From an optimization exercise on the open Yosys and OpenROAD flow, aimed at small area, a short achievable clock period and few clock cycles; shortcuts taken in it are not production practice. The RTL was checked by simulation tests, not by an equivalence proof against the original design. Power is estimated from default activity; no workload was simulated.

$ cat design.v
module corr_cos_sin (
    input  wire [3:0] m,
    output wire [5:0] wc,
    output wire [5:0] ws
);
  assign wc =
      (m == 4'd0) ? 6'd63 :
      (m == 4'd1) ? 6'd63 :
      (m == 4'd2) ? 6'd62 :
      (m == 4'd3) ? 6'd60 :
      (m == 4'd4) ? 6'd58 :
      (m == 4'd5) ? 6'd56 :
      (m == 4'd6) ? 6'd52 :
      (m == 4'd7) ? 6'd49 :
      (m == 4'd8) ? 6'd45 :
      (m == 4'd9) ? 6'd40 :
      (m == 4'd10) ? 6'd35 :
      (m == 4'd11) ? 6'd30 :
      (m == 4'd12) ? 6'd24 :
      (m == 4'd13) ? 6'd18 :
      (m == 4'd14) ? 6'd12 :
      6'd6;
  assign ws =
      (m == 4'd0) ? 6'd0 :
      (m == 4'd1) ? 6'd6 :
      (m == 4'd2) ? 6'd12 :
      (m == 4'd3) ? 6'd18 :
      (m == 4'd4) ? 6'd24 :
      (m == 4'd5) ? 6'd30 :
      (m == 4'd6) ? 6'd35 :
      (m == 4'd7) ? 6'd40 :
      (m == 4'd8) ? 6'd45 :
      (m == 4'd9) ? 6'd49 :
      (m == 4'd10) ? 6'd52 :
      (m == 4'd11) ? 6'd56 :
      (m == 4'd12) ? 6'd58 :
      (m == 4'd13) ? 6'd60 :
      (m == 4'd14) ? 6'd62 :
      6'd63;
endmodule
module corr_acc (
    input  wire        clk,
    input  wire        clear,
    input  wire        neg,
    input  wire [11:0] term,     
    output wire [31:0] acc,
    output wire        sat
);
  reg [10:0] lo;
  reg [20:0] hi;
  reg        pu, pd;             
  wire [12:0] tx   = {term[11], term} ^ {13{neg}};
  wire [12:0] ls   = {2'b00, lo} + tx + {12'd0, neg};
  wire        c_up = !ls[12] & ls[11];
  wire        c_dn = ls[12];
  wire        lzero = (ls == 13'd0);
  wire [21:0] t;
  assign t[0] = pu | pd;
  genvar i;
  generate
    for (i = 0; i < 21; i = i + 1) begin : g_hi
      assign t[i+1] = t[i] & (hi[i] ^ pd);
    end
  endgenerate
  wire h_top  = (hi[20:1] == 20'h7FFFF);
  wire h_bot  = (hi[20:1] == 20'h80000);
  wire eq_max = h_top & (hi[0] ? (!pu & !pd) : pu);
  wire eq_min = h_bot & (hi[0] ? pd : (!pu & !pd));
  wire ovp = eq_max & c_up;
  wire ovn = eq_min & (c_dn | lzero);
  assign sat = ovp | ovn;
  always @(posedge clk) begin
    if (clear) begin
      lo <= 11'd0;
      hi <= 21'd0;
      pu <= 1'b0;
      pd <= 1'b0;
    end else begin
      lo <= ovp ? 11'h7FF : ovn ? 11'h001 : ls[10:0];
      pu <= c_up & !eq_max;
      pd <= c_dn & !eq_min;
      hi <= hi ^ t[20:0];
    end
  end
  assign acc = {hi, lo};
endmodule
module corr_channel (
    input  wire        clk,
    input  wire        rst,
    input  wire        cfg_valid,
    output wire        cfg_ready,
    input  wire [35:0] cfg_fcw,
    input  wire [35:0] cfg_phi,
    input  wire [35:0] cfg_cfw,
    input  wire [35:0] cfg_frac,
    input  wire [3:0]  cfg_de,
    input  wire [3:0]  cfg_dv,
    input  wire [23:0] cfg_nsamp,
    input  wire        s_valid,
    output wire        s_ready,
    input  wire        s_x,
    input  wire [3:0]  s_i,
    input  wire [3:0]  s_q,
    input  wire        chip,
    output wire        chip_take,
    output wire        res_valid,
    output wire [31:0] res_ve_i,
    output wire [31:0] res_ve_q,
    output wire [31:0] res_e_i,
    output wire [31:0] res_e_q,
    output wire [31:0] res_p_i,
    output wire [31:0] res_p_q,
    output wire [31:0] res_l_i,
    output wire [31:0] res_l_q,
    output wire [31:0] res_vl_i,
    output wire [31:0] res_vl_q,
    output wire [23:0] res_used,
    output wire        res_range
);
  reg        rdy;         
  reg        wact;        
  reg        s_rdy;
  reg        si_v;        
  reg        si_x;
  reg        si_si, si_sq;    
  reg  [2:0] si_ui, si_uq;    
  reg [35:0] fcw, cfw, phase, frac;
  reg  [3:0] de, dv;
  reg [23:0] rem;         
  reg        rem1;        
  reg        fresh;       
  reg  [6:0] q;
  reg  [6:0] qv;          
  reg        take;
  reg        pend;        
  reg        cfg_ready_q, s_ready_q, take_q;    
  wire s_fire = s_valid & s_rdy;
  wire win_ok = pend ? qv[3] : qv[2];
  wire nv     = si_v & wact & !fresh & win_ok;    
  wire lastn  = nv & rem1;
  wire [35:0] frac_sum, phase_sum;
  wire        carry, unused_co;
  assign {carry, frac_sum}      = {1'b0, frac} + {1'b0, cfw};
  assign {unused_co, phase_sum} = {1'b0, phase} + {1'b0, fcw};
  wire [6:0] q_p   = pend ? {1'b0, q[6:1]} : q;
  wire [6:0] qv_p  = pend ? {1'b0, qv[6:1]} : qv;
  wire [6:0] q_sh  = lastn ? {3'b000, q_p[6:3]} : q_p;
  wire [6:0] qv_sh = lastn ? {3'b000, qv_p[6:3]} : qv_p;
  wire [6:0] put   = {7{take}} & ~qv_sh & {qv_sh[5:0], 1'b1};    
  wire [6:0] q_n   = (q_sh & ~put) | ({7{chip}} & put);
  wire [6:0] qv_n  = qv_sh | put;
  wire       wact_n = rdy ? cfg_valid : (wact & !lastn);
  wire       si_v_n = s_fire | (si_v & !nv);
  wire       rem2   = (rem == 24'd2);
  wire [23:0] rt;
  assign rt[0] = 1'b1;
  genvar gi;
  generate
    for (gi = 1; gi < 24; gi = gi + 1) begin : g_rem
      assign rt[gi] = ~|rem[gi-1:0];
    end
  endgenerate
  wire       fresh_n = rdy & cfg_valid;
  wire       free_n  = !si_v_n | (wact_n & !fresh_n & qv_n[3]);
  always @(posedge clk) begin
    if (rst) begin
      rdy   <= 1'b1;
      wact  <= 1'b0;
      s_rdy <= 1'b0;
      si_v  <= 1'b0;
      qv    <= 7'd0;
      take  <= 1'b0;
      pend  <= 1'b0;
      fresh <= 1'b0;
      cfg_ready_q <= 1'b1;
      s_ready_q   <= 1'b0;
      take_q      <= 1'b0;
    end else begin
      rdy   <= rdy ? !cfg_valid : lastn;
      wact  <= wact_n;
      fresh <= fresh_n;
      s_rdy <= free_n;
      pend  <= nv & !rem1 & carry;
      si_v  <= si_v_n;
      qv    <= qv_n;
      take  <= !qv_n[6];
      cfg_ready_q <= rdy ? !cfg_valid : lastn;
      s_ready_q   <= free_n;
      take_q      <= !qv_n[6];
    end
  end
  always @(posedge clk) begin
    q <= q_n;
    if (s_rdy) begin
      si_x  <= s_x;
      si_si <= s_i[3];
      si_sq <= s_q[3];
      si_ui <= s_i[2:0] ^ {3{s_i[3]}};
      si_uq <= s_q[2:0] ^ {3{s_q[3]}};
    end
    if (rdy) begin
      fcw   <= cfg_fcw;
      cfw   <= cfg_cfw;
      de    <= cfg_de;
      dv    <= cfg_dv;
      phase <= cfg_phi;
      frac  <= cfg_frac;
      rem   <= cfg_nsamp;
      rem1  <= (cfg_nsamp == 24'd1);
    end else if (nv) begin
      phase <= phase_sum;
      frac  <= frac_sum;
      rem   <= rem ^ rt[23:0];
      rem1  <= rem2;
    end
  end
  wire [3:0] fh = frac[35:32];
  wire c_m = pend ? q[1] : q[0];
  wire c_0 = pend ? q[2] : q[1];
  wire c_p = pend ? q[3] : q[2];
  wire [4:0] fh_de = {1'b0, fh} + {1'b0, de};
  wire [4:0] fh_dv = {1'b0, fh} + {1'b0, dv};
  wire [4:0] r_n;
  assign r_n[0] = (fh < dv) ? c_m : c_0;      
  assign r_n[1] = (fh < de) ? c_m : c_0;      
  assign r_n[2] = c_0;                        
  assign r_n[3] = fh_de[4] ? c_p : c_0;       
  assign r_n[4] = fh_dv[4] ? c_p : c_0;       
  wire [1:0] quad = phase[35:34];
  wire       ni_n = (quad[0] ? si_sq : si_si) ^ quad[1];
  wire       nq_n = (quad[0] ? si_si : si_sq) ^ quad[1] ^ quad[0];
  wire [5:0] wc_n, ws_n;
  corr_cos_sin u_lut (.m(phase[33:30]), .wc(wc_n), .ws(ws_n));
  wire [3:0] mi_n = {si_ui, 1'b1};
  wire [3:0] mq_n = {si_uq, 1'b1};
  wire [9:0] pa_n = mi_n * wc_n;    
  wire [9:0] pb_n = mq_n * ws_n;    
  wire [9:0] pc_n = mq_n * wc_n;    
  wire [9:0] pd_n = mi_n * ws_n;    
  reg        m_v, m_x, m_last, m_ni, m_nq, m_sw;
  reg  [4:0] m_r;
  reg  [9:0] m_pa, m_pb, m_pc, m_pd;
  always @(posedge clk) begin
    if (rst) m_v <= 1'b0;
    else     m_v <= nv;
    m_x    <= si_x;
    m_last <= rem1;
    m_r    <= r_n;
    m_ni   <= ni_n;
    m_nq   <= nq_n;
    m_sw   <= quad[0];
    m_pa   <= pa_n;
    m_pb   <= pb_n;
    m_pc   <= pc_n;
    m_pd   <= pd_n;
  end
  wire        opp = m_ni ^ m_nq;
  wire        s_b = opp ^ m_sw;
  wire [11:0] u_s = {2'b00, m_pa} + (s_b ? -{2'b00, m_pb} : {2'b00, m_pb});
  wire [11:0] v_s = {2'b00, m_pc} + (s_b ? {2'b00, m_pd} : -{2'b00, m_pd});
  wire [11:0] re = m_sw ? v_s : u_s;
  wire [11:0] im = m_sw ? u_s : v_s;
  wire        m_en = m_v & !m_x;
  reg        a_v, a_en, a_last;
  reg  [4:0] a_ni, a_nq;
  reg [11:0] a_re, a_im;
  always @(posedge clk) begin
    if (rst) begin
      a_v     <= 1'b0;
      a_en    <= 1'b0;
      a_last  <= 1'b0;
    end else begin
      a_v     <= m_v;
      a_en    <= m_en;
      a_last  <= m_v & m_last;
    end
    a_ni <= m_r ^ {5{m_ni}};
    a_nq <= m_r ^ {5{m_nq}};
    a_re <= m_en ? re : 12'd0;
    a_im <= m_en ? im : 12'd0;
  end
  wire [9:0] sat;
  corr_acc u_ve_i (.clk(clk), .clear(clr), .neg(a_ni[0]), .term(a_re), .acc(res_ve_i), .sat(sat[0]));
  corr_acc u_ve_q (.clk(clk), .clear(clr), .neg(a_nq[0]), .term(a_im), .acc(res_ve_q), .sat(sat[1]));
  corr_acc u_e_i  (.clk(clk), .clear(clr), .neg(a_ni[1]), .term(a_re), .acc(res_e_i),  .sat(sat[2]));
  corr_acc u_e_q  (.clk(clk), .clear(clr), .neg(a_nq[1]), .term(a_im), .acc(res_e_q),  .sat(sat[3]));
  corr_acc u_p_i  (.clk(clk), .clear(clr), .neg(a_ni[2]), .term(a_re), .acc(res_p_i),  .sat(sat[4]));
  corr_acc u_p_q  (.clk(clk), .clear(clr), .neg(a_nq[2]), .term(a_im), .acc(res_p_q),  .sat(sat[5]));
  corr_acc u_l_i  (.clk(clk), .clear(clr), .neg(a_ni[3]), .term(a_re), .acc(res_l_i),  .sat(sat[6]));
  corr_acc u_l_q  (.clk(clk), .clear(clr), .neg(a_nq[3]), .term(a_im), .acc(res_l_q),  .sat(sat[7]));
  corr_acc u_vl_i (.clk(clk), .clear(clr), .neg(a_ni[4]), .term(a_re), .acc(res_vl_i), .sat(sat[8]));
  corr_acc u_vl_q (.clk(clk), .clear(clr), .neg(a_nq[4]), .term(a_im), .acc(res_vl_q), .sat(sat[9]));
  reg [23:0] used;
  reg        range, sat_q;
  reg        done1, done2, clr;
  wire [23:0] ut;
  assign ut[0] = a_en;
  generate
    for (gi = 1; gi < 24; gi = gi + 1) begin : g_used
      assign ut[gi] = a_en & (&used[gi-1:0]);
    end
  endgenerate
  always @(posedge clk) begin
    sat_q <= |sat;
    if (clr) begin
      used  <= 24'd0;
      range <= 1'b0;
    end else begin
      used  <= used ^ ut[23:0];
      range <= range | sat_q;
    end
    if (rst) begin
      done1 <= 1'b0;
      done2 <= 1'b0;
      clr   <= 1'b1;
    end else begin
      done1 <= a_v & a_last;      
      done2 <= done1;             
      clr   <= done1;
    end
  end
  assign cfg_ready = cfg_ready_q;
  assign s_ready   = s_ready_q;
  assign chip_take = take_q;
  assign res_valid = done2;
  assign res_used  = used;
  assign res_range = range;
endmodule
module add_bk #(parameter N = 36) (
    input  wire [N-1:0] a,
    input  wire [N-1:0] b,
    input  wire         ci,
    output wire [N-1:0] s,
    output wire         co
);
  localparam TOP = (N > 32) ? 64 : (N > 16) ? 32 : (N > 8) ? 16 : (N > 4) ? 8 : 4;
  wire [N-1:0] p0 = a ^ b;
  wire [N-1:0] g0 = a & b;
  reg  [N-1:0] g, p;
  integer l, i;
  always @(*) begin
    g = g0;
    p = p0;
    g[0] = g0[0] | (p0[0] & ci);
    for (l = 1; l < TOP; l = l * 2)
      for (i = 2 * l - 1; i < N; i = i + 2 * l) begin
        g[i] = g[i] | (p[i] & g[i-l]);
        p[i] = p[i] & p[i-l];
      end
    for (l = TOP / 2; l >= 1; l = l / 2)
      for (i = 3 * l - 1; i < N; i = i + 2 * l) begin
        g[i] = g[i] | (p[i] & g[i-l]);
        p[i] = p[i] & p[i-l];
      end
  end
  assign s  = p0 ^ {g[N-2:0], ci};
  assign co = g[N-1];
endmodule
$ cat flow/run.sh
#!/bin/bash
# Standard layout with plain buffers (buf_1) on the ports, and timing repair
# aimed well below the 13 ns constraint (setup margin), so that the resizer
# shortens the paths that set the achieved period.
set -euo pipefail
export BUFFER_PORTS_ARGS="-buffer_cell sky130_fd_sc_hd__buf_1"
export SETUP_SLACK_MARGIN=8.9
bash standard.sh finish > flow.log 2>&1
$ cat standard.sh
#!/bin/bash
# synth_recipe.tcl (not shown) runs the flow's synth.tcl, then flattens the netlist and writes it again
# the make line also repeats each setting of config.mk as NAME=value (left out here)
make -C /OpenROAD-flow-scripts/flow DESIGN_CONFIG=/design/flow/config.mk WORK_HOME=/design/flow/orfs CLKGATE_MAP_FILE= SYNTH_SCRIPT=/design/flow/synth_recipe.tcl "${@:-finish}"
$ cat config.mk
export PLATFORM = sky130hd
export DESIGN_NAME = corr_channel
export DESIGN_NICKNAME = corr_channel
export VERILOG_FILES = /design/flow/design.v
export SDC_FILE = /design/flow/constraint.sdc
export NUM_CORES = 4
export LEC_CHECK = 0
export CAP_MARGIN = 20
export CORE_MARGIN = 2
export CORE_UTILIZATION = 60
export PLACE_DENSITY = 0.7
export SLEW_MARGIN = 20
$ cat constraint.sdc
create_clock -name core_clock -period 13.0 [get_ports {clk}]
set_input_delay 2.6000 -clock core_clock [delete_from_list [all_inputs] [get_ports {clk}]]
set_output_delay 2.6000 -clock core_clock [all_outputs]
set_load 0.01 [all_outputs]
==> results.py, run 1 <==
metrics = {
    "clock_tree": {
        "htreeDepth": 3,
        "cts_tree": "yes",
        "cts_made_buffers": 75,
        "cts.path.max_buffers": 3,
        "ctsHoldBuffers": 0,
        "cts-root-buf": "clkbuf_16",
        "path_clk_slew_ns": 0.06,
        "cts.sinks": 661,
        "clock_latency_ns": 0.63,
    },
    "grt": {
        "grt_pass1_wl_um": 170800,
        "antenna_found_initial": 19,
        "gr-total-overflow": 0,
        "first_global_vias": 32490,
        "grt_usage_pct": 29.95,
        "grt_max_degree": 225,
    },
    "timing": {
        "hold_viol": 0,
        "slew_viol_final": 0,
        "finClkSkew_ns": 0.02146,
        "finalSetupViolations": 0,
        "finalSetupTns_ns": 0,
        "fin_crit_ns": 4.004,
        "min_period_over_period_pct": 30.80,
        "rsz0062_at_grt": "yes",
        "max_freq_mhz": 249.7,
        "tightestPinTransition_ns": 1.435,
        "slew_headroom_pct": 4.347,
    },
    "synth": {
        "synth_edf_count": 186,
        "synthFlopType": "dfxtp_1",
        "synth_top_area_share_pct": 23.14,
        "yosys_warnings": 2,
        "async_reset_ff_share_pct": 0,
        "netlist_top_cells_area": "dfxtp_1 23%, edfxtp_1 14%, ha_1 8.1%",
        "netlist_area_sq_um": 41100,
        "synth_seq_area_share_pct": 36.73,
        "syn_avg_cell_area_sq_um": 8.748,
        "yosys-top-cells-count": "480 x nor2_1, 475 x dfxtp_1, 449 x nand2_1",
        "synth.most_common_cell": "nor2_1",
        "ys_types": 95,
        "synth_seq_cells": 661,
        "synth_area_leader_cell": "dfxtp_1",
        "syn_nets": 5201,
        "syn_inst": 4698,
    },
    "layout": {
        "final_cell_area_sq_um": 46410,
        "drive_above_1_share_pct": 4.871,
        "area_growth_pct": 12.92,
        "final_nets": 5657,
        "post-route-util_pct": 68.74,
        "layout.cells.non_filler": 6098,
    },
    "worst_setup_path": {
        "cp_max_fo": 33,
        "cp_slowest_stage_delay_ns": 0.58,
        "path_cells": "buf_1",
        "crit_path_start": "cfg_ready_q",
        "start_kind": "flip-flop",
        "end_kind": "output port",
        "worstSetupPathType": "flip-flop to output port",
        "cp_top_family": "flip-flops",
        "worst_path_max_delay_cell": "dfxtp_4",
        "worstPathRequired_ns": 10.40,
        "critPathBufInv": 1,
        "crit_arrival_ns": 1.40,
        "r2r_slack_ns": 9.04,
        "reg2reg_from": "a_re[0]",
    },
    "routing": {
        "wirelength_um": 109200,
        "num_vias": 34920,
        "drt_iter0_drc": 2415,
        "drt_pre_antenna_iters": 5,
        "via_per_inst": 5.726,
        "avgRoutedWirePerCell_um": 17.91,
        "drc": 0,
        "ant_nets": 0,
    },
    "run": {
        "max_cap_viol_count": 0,
    },
    "die": {
        "die_area_sq_um": 70610,
        "die_h_um": 265.7,
        "start_util_pct": 60.87,
        "core_area_sq_um": 67510,
        "die_x_um": 265.7,
        "ios": 539,
        "core.rowCount": 95,
    },
    "placement": {
        "dp_hpwl_um": 81620,
        "place.gp.congestion": 0.9486,
        "post-place-cells": 5927,
        "placed_area_sq_um": 43600,
        "portBuffers": 538,
    },
    "pwr": {
        "vdd_drop_max_uv": 185.0,
        "leakage_nw": 18.86,
        "powerDensity_nw_per_um2": 253.4,
    },
    "outcome": {
        "outcome": "timing/DRC/antenna clean",
    },
    "min_path": {
        "hp-start": "si_x",
        "hold_path.class": "flip-flop to flip-flop",
    },
}
[metrics by stage]
step                setup slack [ns]  total power, mW  hold slack [ns]
floorplan                      9.102            8.044           0.3233
global placement               8.869            9.447           0.3582
detailed placement             8.692            9.514           0.3465
CTS                            8.924            11.67           0.3767
global route                   8.776            12.72           0.3896
finish                         8.996            11.76           0.3753
[sequential cells by signal, indices dropped and copies added, names as in the netlist, 12 cells and up]
signal / cells
cfw: 36
fcw: 36
frac: 36
phase: 36
rem: 24
used: 24
u_e_i.hi: 21
u_e_q.hi: 21
u_l_i.hi: 21
u_l_q.hi: 21
u_p_i.hi: 21
u_p_q.hi: 21
u_ve_i.hi: 21
u_ve_q.hi: 21
u_vl_i.hi: 21
u_vl_q.hi: 21
a_re: 12
[cell type report]
type                            count  area, sq um
Antenna cell                       11        27.53
Clock buffer                      110         2161
Clock inverter                     27        247.7
Fill cell                        5775        21110
Inverter                          159        598.1
Multi-Input combinational cell   3682        24800
Sequential cell                   661        15120
Tap cell                          873         1092
Timing Repair Buffer              575         2365
[path summary, 6_finish.rpt]
path	endpoint	cells past startpoint
worst max-delay path	cfg_ready	1
worst min-delay path	m_x	0
worst max register to register	sat_q	13
worst min register to register	m_x	0
[power by group]
group          switching [mW]  internal [mW]
Clock                   0.874           1.22
Combinational            3.71           2.81
Sequential              0.526           2.62
[cell families (layout without fill, tap and decap cells)]
kind of cell	count (synthesis)	in the layout	synth area share, %
and+or+nand+nor	1679	1679	19.90
AOI/OAI and AO/OA	1031	1031	15.37
DFF	661	661	36.73
xor gates and xnor gates	595	595	12.68
buffers and inverters	355	871	3.279
adders and majority gates	313	313	10.37
muxes	64	64	1.677
other	0	11	0
[layer usage]
| layer | vias up | wire (um) | track usage [%] |
|---|---|---|---|
| met5 | - | 107 | 0 |
| met4 | 18 | 5417 | 13.65 |
| met3 | 254 | 7258 | 6.571 |
| met1 | 16170 | 46210 | 37.78 |
| li1 | 17510 | - | - |
| met2 | 966 | 50240 | 49.13 |
[cells in the final DEF, fill, tap and decap left out, drive strengths merged, types with 15 or more instances in the layout]
| cell type | instances |
|---|---|
| xor2 | 341 |
| nor2b | 50 |
| mux2 | 20 |
| nand3b | 22 |
| nand4 | 55 |
| clkbuf | 112 |
| inv | 162 |
| nor3b | 29 |
| buf | 573 |
| a21oi | 298 |
| and3 | 29 |
| o21a | 27 |
| dfxtp | 475 |
| or3 | 67 |
| nand2 | 449 |
| o21ai | 332 |
| nand3 | 76 |
| ha | 267 |
| o21bai | 41 |
| a31oi | 33 |
| nor4 | 54 |
| a211oi | 36 |
| o22ai | 23 |
| mux2i | 43 |
| edfxtp | 186 |
| fa | 46 |
| nand2b | 59 |
| or2 | 23 |
| nor4b | 15 |
| clkinv | 21 |
| nor3 | 136 |
| nor2 | 480 |
| o31ai | 23 |
| and2 | 72 |
| a21o | 84 |
| xnor2 | 254 |
[repair_timing]
action	in CTS	in global routing
pin swaps	0	5
resized for setup	11	35
gates cloned	0	1
buffers inserted	3	17
endpoints found under the setup margin	13	51
Testbench counts, summed over its fixed seeds: cycles 122,042.
==> inputs of run 2 (changes only) <==
--- a/config.mk
+++ b/config.mk
@@ -8,5 +8,6 @@
 export CAP_MARGIN = 20
 export CORE_MARGIN = 2
 export CORE_UTILIZATION = 60
+export CTS_BUF_LIST = sky130_fd_sc_hd__clkbuf_8
 export PLACE_DENSITY = 0.7
 export SLEW_MARGIN = 20
==> results.py, run 2 <==
metrics = {
    "grt": {
        "grt_max_degree": 225,
        "antenna_found_initial": 19,
        "gr-total-overflow": 0,
        "first_global_vias": 32670,
        "grt_usage_pct": 30.01,
        "grt_pass1_wl_um": 171300,
    },
    "timing": {
        "layout_setup_ws_ns": 8.962,
        "slew_headroom_pct": -0.1513,
        "slew_viol_final": 7,
        "finalSetupViolations": 0,
        "finalSetupTns_ns": 0,
        "min_period_over_period_pct": 31.06,
        "tightestPinTransition_ns": 1.502,
        "max_freq_mhz": 247.7,
        "rsz0062_at_grt": "yes",
        "finClkSkew_ns": 0.03906,
        "hold_viol": 0,
        "fin_crit_ns": 4.038,
    },
    "die": {
        "die_h_um": 265.7,
        "die_x_um": 265.7,
        "core_area_sq_um": 67510,
        "ios": 539,
        "die_area_sq_um": 70610,
        "start_util_pct": 60.87,
        "core.rowCount": 95,
    },
    "clock_tree": {
        "cts.path.max_buffers": 3,
        "path_clk_slew_ns": 0.06,
        "cts_tree": "yes",
        "clock_latency_ns": 0.74,
        "ctsHoldBuffers": 0,
        "htreeDepth": 3,
        "cts.sinks": 661,
        "cts_made_buffers": 112,
        "cts-root-buf": "clkbuf_8",
    },
    "worst_setup_path": {
        "r2r_end": "sat_q",
        "cp_top_family": "flip-flops",
        "cp_slowest_stage_delay_ns": 0.49,
        "crit_path_start": "u_p_i.hi[0]",
        "path_cells": "buf_2",
        "r2r_cells": 13,
        "worst_path_max_delay_cell": "dfxtp_1",
        "worstPathRequired_ns": 10.40,
        "reg2reg_from": "a_re[0]",
        "worstSetupPathType": "flip-flop to output port",
        "critPathBufInv": 1,
        "cp_max_fo": 8,
        "r2r_slack_ns": 9.05,
        "start_kind": "flip-flop",
        "end_kind": "output port",
        "crit_arrival_ns": 1.44,
    },
    "min_path": {
        "hold_path.class": "flip-flop to flip-flop",
        "worstHoldEndpoint": "m_x",
        "hp-start": "si_x",
        "holdPathStages": 0,
    },
    "placement": {
        "dp_hpwl_um": 81620,
        "post-place-cells": 5927,
        "portBuffers": 538,
        "place.gp.congestion": 0.9486,
        "pre_cts_ws_ns": 8.692,
    },
    "synth": {
        "async_reset_ff_share_pct": 0,
        "syn_inst": 4698,
        "syn_avg_cell_area_sq_um": 8.748,
        "ys_types": 95,
        "synth_top_area_share_pct": 23.14,
        "netlist_top_cells_area": "dfxtp_1 23%, edfxtp_1 14%, ha_1 8.1%",
        "synth_seq_cells": 661,
        "netlist_area_sq_um": 41100,
        "yosys_warnings": 2,
        "yosys-top-cells-count": "480 x nor2_1, 475 x dfxtp_1, 449 x nand2_1",
        "syn_nets": 5201,
        "synth_edf_count": 186,
        "synth_area_leader_cell": "dfxtp_1",
        "synth.most_common_cell": "nor2_1",
        "synth_seq_area_share_pct": 36.73,
        "synthFlopType": "dfxtp_1",
    },
    "outcome": {
        "outcome": "failed layout checks",
        "violations": "max-slew violations",
    },
    "pwr": {
        "internal_power_mw": 6.563,
        "p_total_mw": 11.70,
        "p_clk_share_pct": 17.3,
        "leakage_nw": 19.09,
        "vdd_drop_max_uv": 186.7,
        "comb_power_share_pct": 55.7,
        "powerDensity_nw_per_um2": 251.6,
        "switching_power_mw": 5.137,
        "power_frac_seq_pct": 26.9,
        "p_sw_share_pct": 43.91,
    },
    "routing": {
        "ant_nets": 0,
        "avgRoutedWirePerCell_um": 17.78,
        "wirelength_um": 109700,
        "num_vias": 35180,
        "via_per_inst": 5.705,
        "drt_iter0_drc": 2334,
        "drt_pre_antenna_iters": 7,
        "drc": 0,
    },
    "layout": {
        "layout_common_cells": "528 x buf_1, 479 x nor2_1, 448 x nand2_1",
        "layout.cells.non_filler": 6167,
        "drive_above_1_share_pct": 6.644,
        "final_common_cell": "buf_1",
        "final_nets": 5696,
        "post-route-util_pct": 68.88,
        "area_growth_pct": 13.15,
    },
    "run": {
        "max_cap_viol_count": 0,
    },
}
run 2: repair_timing:
item / in CTS / in global routing
buffers inserted: 4 / 19
cloned: 0 / 1
endpoints found under the setup margin: 28 / 67
pin swaps: 0 / 4
gates resized for setup: 27 / 52
run 2: routing by layer:
| layer | share of wire (%) | global-route usage [%] | wire, um | vias up |
|---|---|---|---|---|
| met5 | 0.11 | 0 | 120 | - |
| met3 | 6.5 | 6.516 | 7148 | 290 |
| li1 | - | - | - | 17610 |
| met2 | 46 | 49.09 | 50520 | 967 |
| met4 | 4.9 | 14.70 | 5372 | 20 |
| met1 | 42 | 37.64 | 46490 | 16290 |
run 2: metrics by stage:
stage	hold WS, ns	instance area, sq um
after global placement	0.3582	43600
after CTS	0.3653	46130
after floorplan	0.3233	41100
after detailed placement	0.3465	43600
final	0.3515	46500
after global routing	0.3788	46490
run 2: power by group through the flow:
stage / Clock (mW) / Sequential, mW / Combinational [mW]
after CTS: 2.07 / 3.14 / 6.39
after global routing: 2.16 / 3.21 / 7.30
final: 2.03 / 3.15 / 6.52
after global placement: 0 / 3.17 / 6.27
after floorplan: 0 / 3.02 / 5.03
after detailed placement: 0 / 3.19 / 6.33
run 2: cells by family (layout without fill, tap and decap cells):
logic type	count (synthesis)	after routing	synth area share, %
fa+ha+maj	313	313	10.37
compound gates	1031	1031	15.37
other cells	0	11	0
buf+inv	355	940	3.279
simple gates	1679	1679	19.90
xor+xnor	595	595	12.68
mux	64	64	1.677
flops	661	661	36.73
run 2: how the worst max path moves through the flow:
| stage | to | cells after the start |
|---|---|---|
| after floorplan | frac[0] | 4 |
| after global placement | m_pa[9] | 18 |
| after detailed placement | a_im[9] | 14 |
| after CTS | res_vl_q[22] | 1 |
| after global routing | m_pa[9] | 18 |
| final | res_p_i[11] | 1 |
run 2: cell type report:
| class | instances | area (sq um) |
|---|---|---|
| antenna | 11 | 27.53 |
| clock buffer | 139 | 1913 |
| clock inverter | 65 | 530.5 |
| fill | 5786 | 21010 |
| inverter | 159 | 598.1 |
| multi-input combinational | 3682 | 24800 |
| sequential | 661 | 15150 |
| tap | 873 | 1092 |
| timing repair buffer | 577 | 2391 |
==> inputs of run 3 (changes only) <==
--- a/flow/run.sh
+++ b/flow/run.sh
@@ -4,5 +4,5 @@
 # shortens the paths that set the achieved period.
 set -euo pipefail
 export BUFFER_PORTS_ARGS="-buffer_cell sky130_fd_sc_hd__buf_1"
-export SETUP_SLACK_MARGIN=8.9
+export SETUP_SLACK_MARGIN=8.6
 bash standard.sh finish > flow.log 2>&1
--- a/config.mk
+++ b/config.mk
@@ -8,6 +8,5 @@
 export CAP_MARGIN = 20
 export CORE_MARGIN = 2
 export CORE_UTILIZATION = 60
-export CTS_BUF_LIST = sky130_fd_sc_hd__clkbuf_8
 export PLACE_DENSITY = 0.7
 export SLEW_MARGIN = 20
==> results.py, run 3 <==
metrics = {
    "die": {
        "core.rowCount": 95,
        "die_h_um": 265.7,
        "die_area_sq_um": 70610,
        "die_x_um": 265.7,
        "ios": 539,
        "start_util_pct": 60.87,
        "core_area_sq_um": 67510,
    },
    "layout": {
        "final_nets": 5638,
        "multiInputGateArea_sq_um": 24690,
        "area_growth_pct": 12.23,
        "final_common_cell": "buf_1",
        "layout_common_cells": "538 x buf_1, 480 x nor2_1, 473 x dfxtp_1",
        "drive_above_1_share_pct": 3.965,
        "layout.cells.non_filler": 6079,
        "n_fill_cell": 5797,
        "seq_area_sq_um": 15100,
    },
    "synth": {
        "synth_top_area_share_pct": 23.14,
        "synthFlopType": "dfxtp_1",
        "netlist_top_cells_area": "dfxtp_1 23%, edfxtp_1 14%, ha_1 8.1%",
        "synth_area_leader_cell": "dfxtp_1",
        "ys_types": 95,
        "syn_inst": 4698,
        "netlist_area_sq_um": 41100,
        "yosys-top-cells-count": "480 x nor2_1, 475 x dfxtp_1, 449 x nand2_1",
        "syn_avg_cell_area_sq_um": 8.748,
        "synth_seq_cells": 661,
        "yosys_warnings": 2,
        "synth_seq_area_share_pct": 36.73,
        "synth.most_common_cell": "nor2_1",
        "async_reset_ff_share_pct": 0,
        "synth_edf_count": 186,
        "syn_nets": 5201,
    },
    "timing": {
        "hold_viol": 0,
        "rsz0062_at_grt": "yes",
        "finalSetupTns_ns": 0,
        "finalSetupViolations": 0,
        "slew_headroom_pct": -3.946,
        "fin_crit_ns": 4.158,
        "slew_viol_final": 58,
        "min_period_over_period_pct": 31.99,
        "finClkSkew_ns": 0.02095,
        "max_freq_mhz": 240.5,
        "tightestPinTransition_ns": 1.559,
    },
    "grt": {
        "grt_usage_pct": 29.92,
        "antenna_found_initial": 19,
        "first_global_vias": 32460,
        "grt_max_degree": 225,
        "grt_pass1_wl_um": 170700,
        "gr-total-overflow": 0,
    },
    "routing": {
        "num_vias": 34840,
        "m1WireLength_um": 46030,
        "ant_nets": 0,
        "drc": 0,
        "wirelength_um": 108400,
        "top_layer": "met5",
        "met3_length_um": 7021,
        "avgRoutedWirePerCell_um": 17.84,
        "via_per_inst": 5.732,
        "drt_iter0_drc": 2316,
        "drt_pre_antenna_iters": 6,
        "met2_length_um": 49910,
    },
    "placement": {
        "post-place-cells": 5927,
        "portBuffers": 538,
        "dp_hpwl_um": 81620,
        "place.gp.congestion": 0.9486,
    },
    "clock_tree": {
        "cts.path.max_buffers": 3,
        "cts.sinks": 661,
        "cts-root-buf": "clkbuf_16",
        "ctsHoldBuffers": 0,
        "htreeDepth": 3,
        "path_clk_slew_ns": 0.06,
        "clock_latency_ns": 0.63,
        "cts_made_buffers": 75,
        "cts_tree": "yes",
    },
    "pwr": {
        "leakage_nw": 18.73,
        "vdd_drop_max_uv": 188.0,
        "powerDensity_nw_per_um2": 253.4,
    },
    "outcome": {
        "outcome": "failed layout checks",
        "violations": "max-slew violations",
    },
    "run": {
        "max_cap_viol_count": 0,
    },
    "min_path": {
        "hold_path.class": "flip-flop to flip-flop",
    },
    "worst_setup_path": {
        "worstPathRequired_ns": 13.49,
        "worstSetupPathType": "flip-flop to flip-flop",
        "crit_arrival_ns": 4.65,
        "end_kind": "flip-flop",
        "start_kind": "flip-flop",
        "cp_max_fo": 13,
    },
}
## run 3: changes by cell type in the layout (fill, tap and decap cells not counted), moves of 5 or more
cell       before  now
buf_4          34   14
dfxtp_1       438  473
dfxtp_2        32    0
clkbuf_8      139   11
buf_2           8    0
inv_1         179  155
buf_1         528  538
clkbuf_16       1   77
clkinv_2       21   12
bufinv_16       8    3
clkbuf_1        0   22
## run 3: final timing paths
check	startpoint	endpoint	slack (ns)	cells after the start
hold / removal	si_x	m_x	0.37	0
setup reg to reg	a_nq[3]	sat_q	8.84	12
hold reg to reg	si_x	m_x	0.37	0
setup / recovery	a_nq[3]	sat_q	8.84	12
## run 3: per-stage QoR
| stage | hold WS [ns] | power (mW) | cell area (sq um) | setup WS, ns | utilization [%] |
|---|---|---|---|---|---|
| 3_3_place_gp | 0.3582 | 9.447 | 43600 | 8.869 | 64.58 |
| 5_1_grt | 0.3895 | 12.64 | 46110 | 8.526 | 68.30 |
| 2_1_floorplan | 0.3233 | 8.044 | 41100 | 9.102 | - |
| 4_1_cts | 0.3767 | 11.66 | 46010 | 8.682 | 68.14 |
| 6_report | 0.3735 | 11.69 | 46120 | 8.842 | 68.32 |
| 3_5_place_dp | 0.3465 | 9.514 | 43600 | 8.692 | 64.58 |
## run 3: cell families after synthesis
| kind of cell | count (synthesis) | synth area share (%) |
|---|---|---|
| flip-flops | 661 | 36.73 |
| XOR/XNOR | 595 | 12.68 |
| buffers and inverters | 355 | 3.279 |
| AO/OA/AOI/OAI | 1031 | 15.37 |
| multiplexers | 64 | 1.677 |
| AND/OR/NAND/NOR | 1679 | 19.90 |
| adder cells (fa/ha/maj) | 313 | 10.37 |
## run 3: area by class of cell
type                       count  share of cell area (%)
timing repair buffer         556                   4.766
clock inverter                27                  0.5371
multi-input combinational   3682                   53.54
inverter                     159                   1.302
antenna                       11                 0.05968
tap                          873                   2.368
sequential                   661                   32.74
clock buffer                 110                   4.685
## run 3: layer usage
layer  vias up  track usage [%]
met3       252            6.599
met2       951            49.02
met4        18            13.68
met1     16160            37.77
li1      17460                -
met5         -                0
## run 3: worst max-delay path, cell delays in order, from the launching register on
cell and delay (ns):
dfxtp_1 0.74, xor2_1 0.27, ha_1 0.28, and3_1 0.20, a211oi_1 0.42, o21ai_1 0.16
a311o_1 0.41, xor2_1 0.20, nor4_1 0.11, nand4_1 0.11, o311a_1 0.39, nand2_1 0.20
or4_1 0.54
## run 3: repair_timing
item / CTS / global route
gates resized for setup: 0 / 8
buffers inserted: 0 / 2
setup endpoints to repair: 0 / 12
## run 3: report_power, final
part / switching, mW / total [mW] / internal, mW
Combinational: 3.68 / 6.45 / 2.77
Sequential: 0.528 / 3.14 / 2.61
Clock: 0.874 / 2.09 / 1.22
Total: 5.09 / 11.7 / 6.60
==> inputs of run 4 (changes only) <==
--- a/flow/run.sh
+++ b/flow/run.sh
@@ -4,5 +4,5 @@
 # shortens the paths that set the achieved period.
 set -euo pipefail
 export BUFFER_PORTS_ARGS="-buffer_cell sky130_fd_sc_hd__buf_1"
-export SETUP_SLACK_MARGIN=8.6
+export SETUP_SLACK_MARGIN=8.9
 bash standard.sh finish > flow.log 2>&1
--- a/config.mk
+++ b/config.mk
@@ -8,5 +8,7 @@
 export CAP_MARGIN = 20
 export CORE_MARGIN = 2
 export CORE_UTILIZATION = 60
+export CTS_CLUSTER_DIAMETER = 60
+export CTS_CLUSTER_SIZE = 25
 export PLACE_DENSITY = 0.7
 export SLEW_MARGIN = 20
==> results.py, run 4 <==
metrics = {
    "outcome": {
        "outcome": "failed layout checks",
        "violations": "max-slew violations",
    },
    "synth": {
        "netlist_top_cells_area": "dfxtp_1 23%, edfxtp_1 14%, ha_1 8.1%",
        "synth_top_area_share_pct": 23.14,
        "syn_avg_cell_area_sq_um": 8.748,
        "synth_seq_area_share_pct": 36.73,
        "async_reset_ff_share_pct": 0,
        "synth_edf_count": 186,
        "netlist_area_sq_um": 41100,
        "synthFlopType": "dfxtp_1",
        "synth_seq_cells": 661,
        "synth_area_leader_cell": "dfxtp_1",
        "yosys_warnings": 2,
        "yosys-top-cells-count": "480 x nor2_1, 475 x dfxtp_1, 449 x nand2_1",
        "synth.most_common_cell": "nor2_1",
        "ys_types": 95,
        "syn_nets": 5201,
        "syn_inst": 4698,
    },
    "worst_setup_path": {
        "crit_arrival_ns": 1.42,
        "path_cells": "buf_1",
        "crit_path_start": "u_p_i.hi[7]",
        "worst_path_max_delay_cell": "dfxtp_1",
        "critPathBufInv": 1,
        "cp_top_family": "flip-flops",
        "reg2reg_from": "a_re[0]",
        "end_kind": "output port",
        "cp_max_fo": 8,
        "cp_slowest_stage_delay_ns": 0.48,
        "worstPathRequired_ns": 10.40,
        "start_kind": "flip-flop",
        "worstSetupPathType": "flip-flop to output port",
    },
    "timing": {
        "max_freq_mhz": 248.7,
        "tightestPinTransition_ns": 1.576,
        "min_period_over_period_pct": 30.93,
        "rsz0062_at_grt": "yes",
        "fin_crit_ns": 4.021,
        "finalSetupTns_ns": 0,
        "slew_headroom_pct": -5.034,
        "finalSetupViolations": 0,
        "slew_viol_final": 61,
        "hold_viol": 0,
        "finClkSkew_ns": 0.03165,
    },
    "placement": {
        "place.gp.congestion": 0.9486,
        "dp_hpwl_um": 81620,
        "portBuffers": 538,
    },
    "pwr": {
        "internal_power_mw": 6.369,
        "comb_power_share_pct": 57.0,
        "p_sw_share_pct": 44.50,
        "p_clk_share_pct": 15.6,
        "power_frac_seq_pct": 27.4,
        "vdd_drop_max_uv": 205.7,
        "switching_power_mw": 5.106,
        "powerDensity_nw_per_um2": 249.7,
        "leakage_nw": 18.64,
        "p_total_mw": 11.48,
    },
    "routing": {
        "wirelength_um": 108900,
        "ant_nets": 0,
        "drt_pre_antenna_iters": 6,
        "top_layer": "met5",
        "drt_iter0_drc": 2482,
        "m1WireLength_um": 46220,
        "num_vias": 34820,
        "avgRoutedWirePerCell_um": 17.96,
        "met3_length_um": 7054,
        "via_per_inst": 5.741,
        "drc": 0,
        "met2_length_um": 50560,
    },
    "layout": {
        "n_fill_cell": 5816,
        "seq_area_sq_um": 15130,
        "multiInputGateArea_sq_um": 24800,
        "layout_common_cells": "538 x buf_1, 479 x nor2_1, 457 x dfxtp_1",
        "final_common_cell": "buf_1",
        "final_nets": 5640,
        "area_growth_pct": 11.83,
        "drive_above_1_share_pct": 4.651,
    },
    "die": {
        "die_x_um": 265.7,
        "core_area_sq_um": 67510,
        "die_area_sq_um": 70610,
        "start_util_pct": 60.87,
        "core.rowCount": 95,
        "die_h_um": 265.7,
        "ios": 539,
    },
    "clock_tree": {
        "clock_latency_ns": 0.64,
        "htreeDepth": 2,
        "cts.sinks": 661,
        "cts-root-buf": "clkbuf_16",
        "cts_tree": "yes",
        "ctsHoldBuffers": 0,
        "cts_made_buffers": 55,
        "cts.path.max_buffers": 3,
        "path_clk_slew_ns": 0.09,
    },
    "grt": {
        "grt_usage_pct": 29.66,
        "grt_max_degree": 225,
        "antenna_found_initial": 20,
        "grt_pass1_wl_um": 169400,
        "gr-total-overflow": 0,
        "first_global_vias": 32210,
    },
    "min_path": {
        "hold_path.class": "flip-flop to flip-flop",
        "hp-start": "si_x",
    },
    "run": {
        "max_cap_viol_count": 0,
    },
}
-- run 4: changes by cell type in the layout (fill, tap and decap cells not counted), sizes merged --
cell,previous run,this run
buf,556,575
bufinv,3,4
clkbuf,110,70
clkinv,20,15
diode,11,10
inv,162,174
-- run 4: stage by stage --
step                      cells  hold slack [ns]  util, %  instance area (sq um)  worst slack (ns)
after floorplan            4698           0.3233        -                  41100             9.102
after global placement     5927           0.3582    64.58                  43600             8.869
after detailed placement   5927           0.3465    64.58                  43600             8.692
after CTS                  6032           0.3586    67.50                  45570             8.915
after global routing       6063           0.3799    68.07                  45960             8.840
final                      6065           0.3604    68.07                  45960             8.979
-- run 4: worst paths after layout --
check	endpoint	slack (ns)	cells after the start
hold / removal	m_x	0.36	0
setup reg to reg	sat_q	9.04	13
setup / recovery	res_p_i[18]	8.98	1
hold reg to reg	m_x	0.36	0
-- run 4: cells by family after synthesis --
| logic type | after synthesis | synth area share, % |
|---|---|---|
| mux | 64 | 1.677 |
| simple gates | 1679 | 19.90 |
| flops | 661 | 36.73 |
| fa+ha+maj | 313 | 10.37 |
| compound gates | 1031 | 15.37 |
| xor+xnor | 595 | 12.68 |
| buf+inv | 355 | 3.279 |
-- run 4: per-layer routing --
layer	track usage, %	vias to the layer above
met3	5.841	227
met2	49.50	917
met4	12.45	20
li1	-	17470
met1	37.55	16180
met5	0	-
-- run 4: power groups by stage --
stage	Sequential [mW]	Clock (mW)	Combinational [mW]
global route	3.20	1.90	7.30
finish	3.14	1.79	6.54
CTS	3.14	1.83	6.39
detailed placement	3.19	0	6.33
global placement	3.17	0	6.27
floorplan	3.02	0	5.03
-- run 4: worst reg2reg max path: cells and delay by family, from the launching register on --
family                   cells  cell delay (ns)
multiplexers                 2             0.62
flip-flops                   1             0.41
buffers and inverters        1             0.15
adder cells (fa/ha/maj)      1             0.47
AND/OR/NAND/NOR              3             1.14
AO/OA/AOI/OAI                6             1.02
-- run 4: timing repair --
item,CTS,global route
gates cloned,0,2
setup endpoints to repair,13,51
resized for setup,12,38
pin swaps,0,5
setup buffers,3,19
-- run 4: final cells by class --
| cell class | count | share of cell area, % |
|---|---|---|
| Antenna cell | 10 | 0.05445 |
| Clock buffer | 67 | 3.275 |
| Clock inverter | 35 | 0.8875 |
| Inverter | 159 | 1.301 |
| Multi-Input combinational cell | 3682 | 53.96 |
| Sequential cell | 661 | 32.91 |
| Tap cell | 873 | 2.377 |
| Timing Repair Buffer | 578 | 5.232 |
==> inputs of run 5 (changes only) <==
--- a/config.mk
+++ b/config.mk
@@ -7,8 +7,6 @@
 export LEC_CHECK = 0
 export CAP_MARGIN = 20
 export CORE_MARGIN = 2
-export CORE_UTILIZATION = 60
-export CTS_CLUSTER_DIAMETER = 60
-export CTS_CLUSTER_SIZE = 25
-export PLACE_DENSITY = 0.7
+export CORE_UTILIZATION = 40
+export PLACE_DENSITY = 0.6
 export SLEW_MARGIN = 20
==> results.py, run 5 <==
metrics = {
    "outcome": {
        "outcome": "timing/DRC/antenna clean",
    },
    "worst_setup_path": {
        "start_kind": "flip-flop",
        "path_cells": "buf_2",
        "worstPathRequired_ns": 10.40,
        "cp_max_fo": 3,
        "cp_slowest_stage_delay_ns": 0.47,
        "crit_arrival_ns": 1.44,
        "worst_path_max_delay_cell": "dfxtp_1",
        "cp_top_family": "flip-flops",
        "worstSetupPathType": "flip-flop to output port",
        "critPathBufInv": 1,
        "end_kind": "output port",
    },
    "timing": {
        "hold_slack_ns": 0.3474,
        "fin_crit_ns": 4.038,
        "hold_viol": 0,
        "min_period_over_period_pct": 31.06,
        "slew_viol_final": 0,
        "finalSetupTns_ns": 0,
        "tightestPinTransition_ns": 1.023,
        "finClkSkew_ns": 0.02496,
        "rsz0062_at_grt": "yes",
        "max_freq_mhz": 247.7,
        "finalSetupViolations": 0,
        "slew_headroom_pct": 31.26,
    },
    "clock_tree": {
        "cts_tree": "yes",
        "cts-root-buf": "clkbuf_16",
        "clock_latency_ns": 0.68,
        "path_clk_slew_ns": 0.07,
        "ctsHoldBuffers": 0,
        "cts.path.max_buffers": 3,
        "cts.sinks": 661,
        "cts_made_buffers": 81,
        "htreeDepth": 3,
    },
    "pwr": {
        "powerDensity_nw_per_um2": 253.3,
        "leakage_nw": 19.07,
        "vdd_drop_max_uv": 137.9,
    },
    "routing": {
        "wirelength_um": 118400,
        "drt_pre_antenna_iters": 5,
        "via_per_inst": 5.271,
        "ant_nets": 0,
        "drt_iter0_drc": 2059,
        "avgRoutedWirePerCell_um": 17.91,
        "num_vias": 34840,
        "drc": 0,
    },
    "synth": {
        "syn_inst": 4698,
        "synth_top_area_share_pct": 23.14,
        "yosys_warnings": 2,
        "synth_seq_area_share_pct": 36.73,
        "ys_types": 95,
        "synth.most_common_cell": "nor2_1",
        "synthFlopType": "dfxtp_1",
        "yosys-top-cells-count": "480 x nor2_1, 475 x dfxtp_1, 449 x nand2_1",
        "synth_edf_count": 186,
        "syn_avg_cell_area_sq_um": 8.748,
        "syn_nets": 5201,
        "synth_area_leader_cell": "dfxtp_1",
        "async_reset_ff_share_pct": 0,
        "synth_seq_cells": 661,
        "netlist_area_sq_um": 41100,
        "netlist_top_cells_area": "dfxtp_1 23%, edfxtp_1 14%, ha_1 8.1%",
    },
    "layout": {
        "multiInputGateArea_sq_um": 24820,
        "final_common_cell": "buf_1",
        "n_fill_cell": 10080,
        "layout_common_cells": "527 x buf_1, 479 x nor2_1, 455 x dfxtp_1",
        "seq_area_sq_um": 15130,
        "final_nets": 5669,
        "drive_above_1_share_pct": 5.713,
        "area_growth_pct": 15.16,
    },
    "grt": {
        "grt_pass1_wl_um": 183800,
        "grtUsageMet3_pct": 4.598,
        "grtUsageMet2_pct": 35.50,
        "gr-total-overflow": 0,
        "met1_usage_pct": 28.20,
        "first_global_vias": 32890,
        "grt_usage_pct": 21.72,
        "grt_max_degree": 99,
        "grt_busiest_layer": "met2",
        "antenna_found_initial": 13,
    },
    "die": {
        "die_x_um": 324.5,
        "start_util_pct": 40.34,
        "die_area_sq_um": 105300,
        "core_area_sq_um": 101900,
        "core.rowCount": 117,
        "ios": 539,
        "die_h_um": 324.5,
    },
    "placement": {
        "place.gp.congestion": 0.8994,
        "portBuffers": 538,
        "dp_hpwl_um": 89010,
    },
    "run": {
        "max_cap_viol_count": 0,
    },
    "min_path": {
        "hold_path.class": "flip-flop to flip-flop",
    },
}
run 5: timing repair:
action / in CTS / in global routing
pin swaps: 0 / 7
setup endpoints to repair: 34 / 77
resized for setup: 13 / 53
setup buffers: 3 / 23
hold endpoints to repair: 0 / 0
run 5: final timing paths:
kind,startpoint,endpoint,slack (ns),cells after the start
min reg2reg,si_x,m_x,0.35,0
min,si_x,m_x,0.35,0
max reg2reg,a_re[0],sat_q,9.10,13
max,u_p_q.lo[0],res_p_q[0],8.96,1
run 5: area by class of cell:
type	count	share of cell area [%]
clock inverter	43	0.8539
inverter	159	1.264
timing repair buffer	581	5.025
clock buffer	108	4.795
antenna	8	0.04230
sequential	661	31.96
multi-input combinational	3682	52.44
tap	1368	3.616
run 5: where the power goes:
part           total [mW]  switching [mW]  internal [mW]
Combinational        6.57            3.76           2.81
Clock                2.29           0.968           1.32
Sequential           3.13           0.515           2.62
run 5: logic make-up after synthesis:
kind of cell    count (synthesis)  share of synthesized area (%)
simple gates                 1679                          19.90
compound gates               1031                          15.37
flops                         661                          36.73
xor+xnor                      595                          12.68
buf+inv                       355                          3.279
fa+ha+maj                     313                          10.37
mux                            64                          1.677
run 5: layer usage:
metal / wire length (um) / part of all wire [%]
met5: 30 / 0.025
met4: 4116 / 3.5
met3: 7205 / 6.1
met2: 54360 / 46
met1: 52660 / 44
run 5: metrics by stage:
stage	utilization (%)	instance area, sq um	total power [mW]	instances	worst slack [ns]
finish	46.45	47330	11.99	6610	8.962
floorplan	-	41100	8.044	4698	9.102
CTS	46.09	46960	11.95	6579	8.769
detailed placement	43.41	44230	9.582	6425	8.570
global route	46.45	47330	12.99	6610	8.805
global placement	43.41	44230	9.511	6425	8.618
run 5: worst reg2reg max path, cell delays in order, from the launching register on:
cell	delay (ns)
dfxtp_4	0.44
buf_2	0.21
mux2_2	0.39
fa_1	0.43
a21o_1	0.19
a21boi_1	0.26
o21ai_2	0.13
a2111oi_1	0.42
nor3_1	0.12
o2111ai_1	0.11
o21ai_0	0.13
o21ai_2	0.26
nand4_1	0.18
or4_1	0.52
==> inputs of run 6 (changes only) <==
--- a/config.mk
+++ b/config.mk
@@ -7,6 +7,8 @@
 export LEC_CHECK = 0
 export CAP_MARGIN = 20
 export CORE_MARGIN = 2
-export CORE_UTILIZATION = 40
-export PLACE_DENSITY = 0.6
-export SLEW_MARGIN = 20
+export CORE_UTILIZATION = 55
+export CTS_CLUSTER_DIAMETER = 80
+export CTS_CLUSTER_SIZE = 34
+export PLACE_DENSITY = 0.7
+export SLEW_MARGIN = 30
==> results.py, run 6 <==
metrics = {
    "routing": {
        "wirelength_um": 110700,
        "drc": 0,
        "avgRoutedWirePerCell_um": 18.06,
        "ant_nets": 0,
        "num_vias": 34780,
        "via_per_inst": 5.674,
        "drt_iter0_drc": 2096,
        "drt_pre_antenna_iters": 5,
    },
    "die": {
        "core_area_sq_um": 74200,
        "die_h_um": 277.4,
        "ios": 539,
        "start_util_pct": 55.39,
        "die_x_um": 277.4,
        "die_area_sq_um": 76930,
        "core.rowCount": 100,
    },
    "worst_setup_path": {
        "cp_slowest_stage_delay_ns": 0.51,
        "r2r_cells": 13,
        "worstPathRequired_ns": 10.40,
        "crit_arrival_ns": 1.41,
        "end_kind": "output port",
        "cp_max_fo": 8,
        "worst_path_max_delay_cell": "dfxtp_1",
        "worst-path-stages": 1,
        "cp_top_family": "flip-flops",
        "worstSetupPathType": "flip-flop to output port",
        "critPathBufInv": 1,
        "start_kind": "flip-flop",
        "path_cells": "buf_1",
        "r2r_slack_ns": 9.08,
    },
    "outcome": {
        "outcome": "timing/DRC/antenna clean",
    },
    "clock_tree": {
        "cts_made_buffers": 40,
        "clock_latency_ns": 0.63,
        "cts.sinks": 661,
        "cts_tree": "yes",
        "cts.path.max_buffers": 3,
        "cts-root-buf": "clkbuf_16",
        "path_clk_slew_ns": 0.11,
        "ctsHoldBuffers": 0,
        "htreeDepth": 2,
    },
    "grt": {
        "gr-total-overflow": 0,
        "grt_max_degree": 197,
        "grt_pass1_wl_um": 172700,
        "grt_usage_pct": 27.78,
        "antenna_found_initial": 23,
        "first_global_vias": 32130,
    },
    "min_path": {
        "hold_path.class": "flip-flop to flip-flop",
        "holdPathStages": 0,
    },
    "layout": {
        "layout_common_cells": "538 x buf_1, 479 x nor2_1, 452 x dfxtp_1",
        "drive_above_1_share_pct": 4.392,
        "area_growth_pct": 11.27,
        "final_nets": 5617,
        "final_common_cell": "buf_1",
        "n_fill_cell": 6614,
    },
    "run": {
        "max_cap_viol_count": 0,
    },
    "synth": {
        "syn_inst": 4698,
        "synth_top_area_share_pct": 23.14,
        "netlist_area_sq_um": 41100,
        "yosys_warnings": 2,
        "async_reset_ff_share_pct": 0,
        "synth_seq_area_share_pct": 36.73,
        "syn_nets": 5201,
        "synthFlopType": "dfxtp_1",
        "synth_seq_cells": 661,
        "synth.most_common_cell": "nor2_1",
        "synth_edf_count": 186,
        "netlist_top_cells_area": "dfxtp_1 23%, edfxtp_1 14%, ha_1 8.1%",
        "syn_avg_cell_area_sq_um": 8.748,
        "yosys-top-cells-count": "480 x nor2_1, 475 x dfxtp_1, 449 x nand2_1",
        "synth_area_leader_cell": "dfxtp_1",
        "ys_types": 95,
    },
    "timing": {
        "min_period_over_period_pct": 30.86,
        "hold_viol": 0,
        "finalSetupViolations": 0,
        "fin_crit_ns": 4.012,
        "slew_viol_final": 0,
        "tightestPinTransition_ns": 0.9760,
        "slew_headroom_pct": 34.53,
        "rsz0062_at_grt": "yes",
        "layout_setup_ws_ns": 8.988,
        "finalSetupTns_ns": 0,
        "max_freq_mhz": 249.3,
        "finClkSkew_ns": 0.03380,
    },
    "placement": {
        "dp_hpwl_um": 83810,
        "place.gp.congestion": 0.9360,
        "pre_cts_ws_ns": 8.686,
        "portBuffers": 538,
    },
    "pwr": {
        "powerDensity_nw_per_um2": 245.2,
        "vdd_drop_max_uv": 165.6,
        "leakage_nw": 18.41,
    },
}
run 6: cell types whose count changed in the layout (fill, tap and decap cells not counted), sizes merged:
cell and delta:
clkbuf -71, buf -5, bufinv -3, clkinvlp +1
inv +11, clkinv -22, diode +7, bufbuf +1
run 6: routing by layer:
layer,up-vias,share of wire (%),global-route usage (%)
li1,17400,-,-
met1,16230,43,35.16
met2,909,45,44.77
met3,231,6.6,5.727
met4,14,5.3,14.48
met5,-,0.090,0
run 6: power breakdown:
group	switching, mW	internal, mW
logic	3.67	2.80
registers	0.578	2.61
clock network	0.855	0.691
total	5.11	6.11
run 6: cell families after synthesis:
group,Yosys count,synth area share [%]
AOI/OAI and AO/OA,1031,15.37
xor gates and xnor gates,595,12.68
adders and majority gates,313,10.37
buffers and inverters,355,3.279
DFF,661,36.73
muxes,64,1.677
and+or+nand+nor,1679,19.90
run 6: per-stage QoR:
stage / instance area, sq um / hold slack (ns) / util, % / power (mW) / cells
global placement: 43720 / 0.3911 / 58.92 / 9.432 / 6023
floorplan: 41100 / 0.3233 / - / 8.044 / 4698
global route: 45720 / 0.4066 / 61.63 / 12.16 / 6128
CTS: 45350 / 0.4042 / 61.12 / 11.13 / 6099
detailed placement: 43730 / 0.3857 / 58.94 / 9.521 / 6023
finish: 45730 / 0.4074 / 61.63 / 11.21 / 6130
run 6: path summary, 6_finish.rpt:
check | start | endpoint
worst max-delay path | u_e_i.hi[7] | res_e_i[18]
worst min register to register | si_x | m_x
worst max register to register | a_re[0] | sat_q
worst min-delay path | si_x | m_x
run 6: timing repair:
action / in CTS / in global routing
endpoints found under the hold margin: 0 / 0
resized for setup: 12 / 40
endpoints found under the setup margin: 13 / 63
pin swaps: 1 / 3
buffers inserted: 1 / 14
cloned: 1 / 0
run 6: cell type report:
class | count | area, sq um | share of cell area (%)
clock inverters | 30 | 462.9 | 1.012
flip-flops and latches | 661 | 15130 | 33.09
clock buffers | 44 | 1079 | 2.359
inverters | 159 | 598.1 | 1.308
diodes | 15 | 37.54 | 0.08208
multi-input cells | 3682 | 24840 | 54.32
well taps | 969 | 1212 | 2.651
repair buffers | 570 | 2367 | 5.177
==> inputs of run 7 (changes only) <==
--- a/config.mk
+++ b/config.mk
@@ -8,7 +8,7 @@
 export CAP_MARGIN = 20
 export CORE_MARGIN = 2
 export CORE_UTILIZATION = 55
-export CTS_CLUSTER_DIAMETER = 80
-export CTS_CLUSTER_SIZE = 34
+export CTS_CLUSTER_DIAMETER = 70
+export CTS_CLUSTER_SIZE = 30
 export PLACE_DENSITY = 0.7
 export SLEW_MARGIN = 30
==> results.py, run 7 <==
metrics = {
    "outcome": {
        "outcome": "timing/DRC/antenna clean",
    },
    "routing": {
        "ant_nets": 0,
        "num_vias": 34770,
        "wirelength_um": 110800,
        "via_per_inst": 5.660,
        "avgRoutedWirePerCell_um": 18.03,
        "drt_pre_antenna_iters": 6,
        "drc": 0,
        "drt_iter0_drc": 2082,
    },
    "die": {
        "die_area_sq_um": 76930,
        "start_util_pct": 55.39,
        "die_h_um": 277.4,
        "die_x_um": 277.4,
        "ios": 539,
        "core_area_sq_um": 74200,
        "core.rowCount": 100,
    },
    "worst_setup_path": {
        "end_kind": "output port",
        "r2r_slack_ns": 9.07,
        "worstSetupPathType": "flip-flop to output port",
        "worst_path_max_delay_cell": "dfxtp_1",
        "critPathBufInv": 1,
        "cp_top_family": "flip-flops",
        "crit_arrival_ns": 1.41,
        "start_kind": "flip-flop",
        "path_cells": "buf_1",
        "r2r_cells": 13,
        "cp_max_fo": 8,
        "worstPathRequired_ns": 10.40,
        "worst-path-stages": 1,
        "cp_slowest_stage_delay_ns": 0.49,
    },
    "synth": {
        "syn_nets": 5201,
        "synth_edf_count": 186,
        "synth_seq_area_share_pct": 36.73,
        "synth_seq_cells": 661,
        "yosys-top-cells-count": "480 x nor2_1, 475 x dfxtp_1, 449 x nand2_1",
        "yosys_warnings": 2,
        "netlist_area_sq_um": 41100,
        "synthFlopType": "dfxtp_1",
        "syn_avg_cell_area_sq_um": 8.748,
        "netlist_top_cells_area": "dfxtp_1 23%, edfxtp_1 14%, ha_1 8.1%",
        "syn_inst": 4698,
        "synth_area_leader_cell": "dfxtp_1",
        "async_reset_ff_share_pct": 0,
        "ys_types": 95,
        "synth_top_area_share_pct": 23.14,
        "synth.most_common_cell": "nor2_1",
    },
    "clock_tree": {
        "cts_made_buffers": 47,
        "clock_latency_ns": 0.62,
        "cts.sinks": 661,
        "htreeDepth": 2,
        "cts_tree": "yes",
        "cts-root-buf": "clkbuf_16",
        "cts.path.max_buffers": 3,
        "path_clk_slew_ns": 0.10,
    },
    "pwr": {
        "powerDensity_nw_per_um2": 245.9,
        "p_total_mw": 11.27,
        "vdd_drop_max_uv": 171.2,
        "leakage_nw": 18.49,
    },
    "grt": {
        "antenna_found_initial": 22,
        "gr-total-overflow": 0,
        "first_global_vias": 32300,
        "grt_pass1_wl_um": 173000,
        "grt_usage_pct": 27.79,
        "grt_max_degree": 197,
    },
    "timing": {
        "slew_headroom_pct": 34.17,
        "fin_crit_ns": 4.008,
        "hold_viol": 0,
        "finalSetupTns_ns": 0,
        "finalSetupViolations": 0,
        "max_freq_mhz": 249.5,
        "finClkSkew_ns": 0.02998,
        "min_period_over_period_pct": 30.83,
        "rsz0062_at_grt": "yes",
        "slew_viol_final": 0,
        "tightestPinTransition_ns": 0.9814,
    },
    "placement": {
        "dp_hpwl_um": 83810,
        "post-place-cells": 6023,
        "place.gp.congestion": 0.9360,
        "portBuffers": 538,
    },
    "layout": {
        "final_nets": 5626,
        "layout.cells.non_filler": 6143,
        "seq_area_sq_um": 15130,
        "n_fill_cell": 6592,
        "layout_common_cells": "538 x buf_1, 479 x nor2_1, 452 x dfxtp_1",
        "final_common_cell": "buf_1",
        "area_growth_pct": 11.56,
        "post-route-util_pct": 61.79,
        "multiInputGateArea_sq_um": 24840,
        "drive_above_1_share_pct": 4.593,
    },
    "min_path": {
        "hold_path.class": "flip-flop to flip-flop",
        "holdPathStages": 0,
    },
    "run": {
        "max_cap_viol_count": 0,
    },
}
==> run 7: cell counts after synthesis <==
Identical to the previous run, type by type.
==> run 7: area by class of cell <==
| class | instances | area share, % |
|---|---|---|
| Inverter | 159 | 1.304 |
| Multi-Input combinational cell | 3682 | 54.19 |
| Clock buffer | 54 | 2.732 |
| Tap cell | 969 | 2.644 |
| Sequential cell | 661 | 33.00 |
| Clock inverter | 32 | 0.8542 |
| Timing Repair Buffer | 572 | 5.202 |
| Antenna cell | 14 | 0.07641 |
==> run 7: metal layers <==
metal	vias up	routed length [um]	global-route usage [%]
li1	17420	-	-
met1	16220	47500	34.98
met2	876	50130	44.95
met3	232	7404	6.140
met4	14	5629	14.01
met5	-	96	0
==> run 7: kinds of logic (layout without fill, tap and decap cells) <==
family,after synthesis,after routing,synth area share [%]
compound gates,1031,1031,15.37
xor+xnor,595,595,12.68
simple gates,1679,1679,19.90
fa+ha+maj,313,313,10.37
other cells,0,14,0
buf+inv,355,817,3.279
flops,661,661,36.73
mux,64,64,1.677
==> run 7: worst paths after layout <==
path | startpoint | to
max reg2reg | a_re[0] | sat_q
min | si_x | m_x
max | u_p_i.hi[1] | res_p_i[12]
min reg2reg | si_x | m_x
==> run 7: per-stage QoR <==
stage          area [sq um]  worst slack (ns)  hold slack, ns
3_5_place_dp          43730             8.686          0.3857
2_1_floorplan         41100             9.102          0.3233
3_3_place_gp          43720             8.797          0.3911
5_1_grt               45840             8.845          0.4227
4_1_cts               45460             8.893          0.4174
6_report              45850             8.992          0.4174
==> run 7: repair_timing <==
| action | in CTS | in global routing |
|---|---|---|
| cloned | 1 | 0 |
| gates resized for setup | 14 | 39 |
| setup endpoints to repair | 13 | 60 |
| hold buffers | 0 | 0 |
| setup buffers | 1 | 16 |
| pin swaps | 1 | 4 |
==> run 7: report_power, final <==
group	switching, mW	internal, mW
sequential	0.578	2.61
combinational	3.66	2.80
clock	0.827	0.788

==> port drivers added, routing unchanged <==
No port has a modelled driver above. Below, the same layouts with a new extraction and two added sets of constraints. Step 1 (the two cells are an assumption about what drives the block):
set clk [get_ports {clk}]
set_driving_cell -lib_cell sky130_fd_sc_hd__clkbuf_16 $clk
set_driving_cell -lib_cell sky130_fd_sc_hd__buf_2 [delete_from_list [all_inputs] $clk]
Step 2, shift: input delay + t, output delay - t, t = (earliest + latest rising clock arrival at the registers) / 2. This alone moves slack from input paths to output paths. Slacks: ideal / step 1 / step 2; pairs: ideal / step 1.
run	t (ns)	setup WS [ns]	cell pins on the clock port's net
run 1	0.683	8.996 / 8.927 / 9.040	1
run 2	0.790	8.962 / 8.897 / 9.049	1
run 3	0.684	8.842 / 8.806 / 8.842	1
run 4	0.691	8.979 / 8.911 / 9.036	1
run 5	0.728	8.962 / 8.896 / 9.095	1
run 6	0.683	8.988 / 8.918 / 9.079	1
run 7	0.673	8.992 / 8.924 / 9.071	1
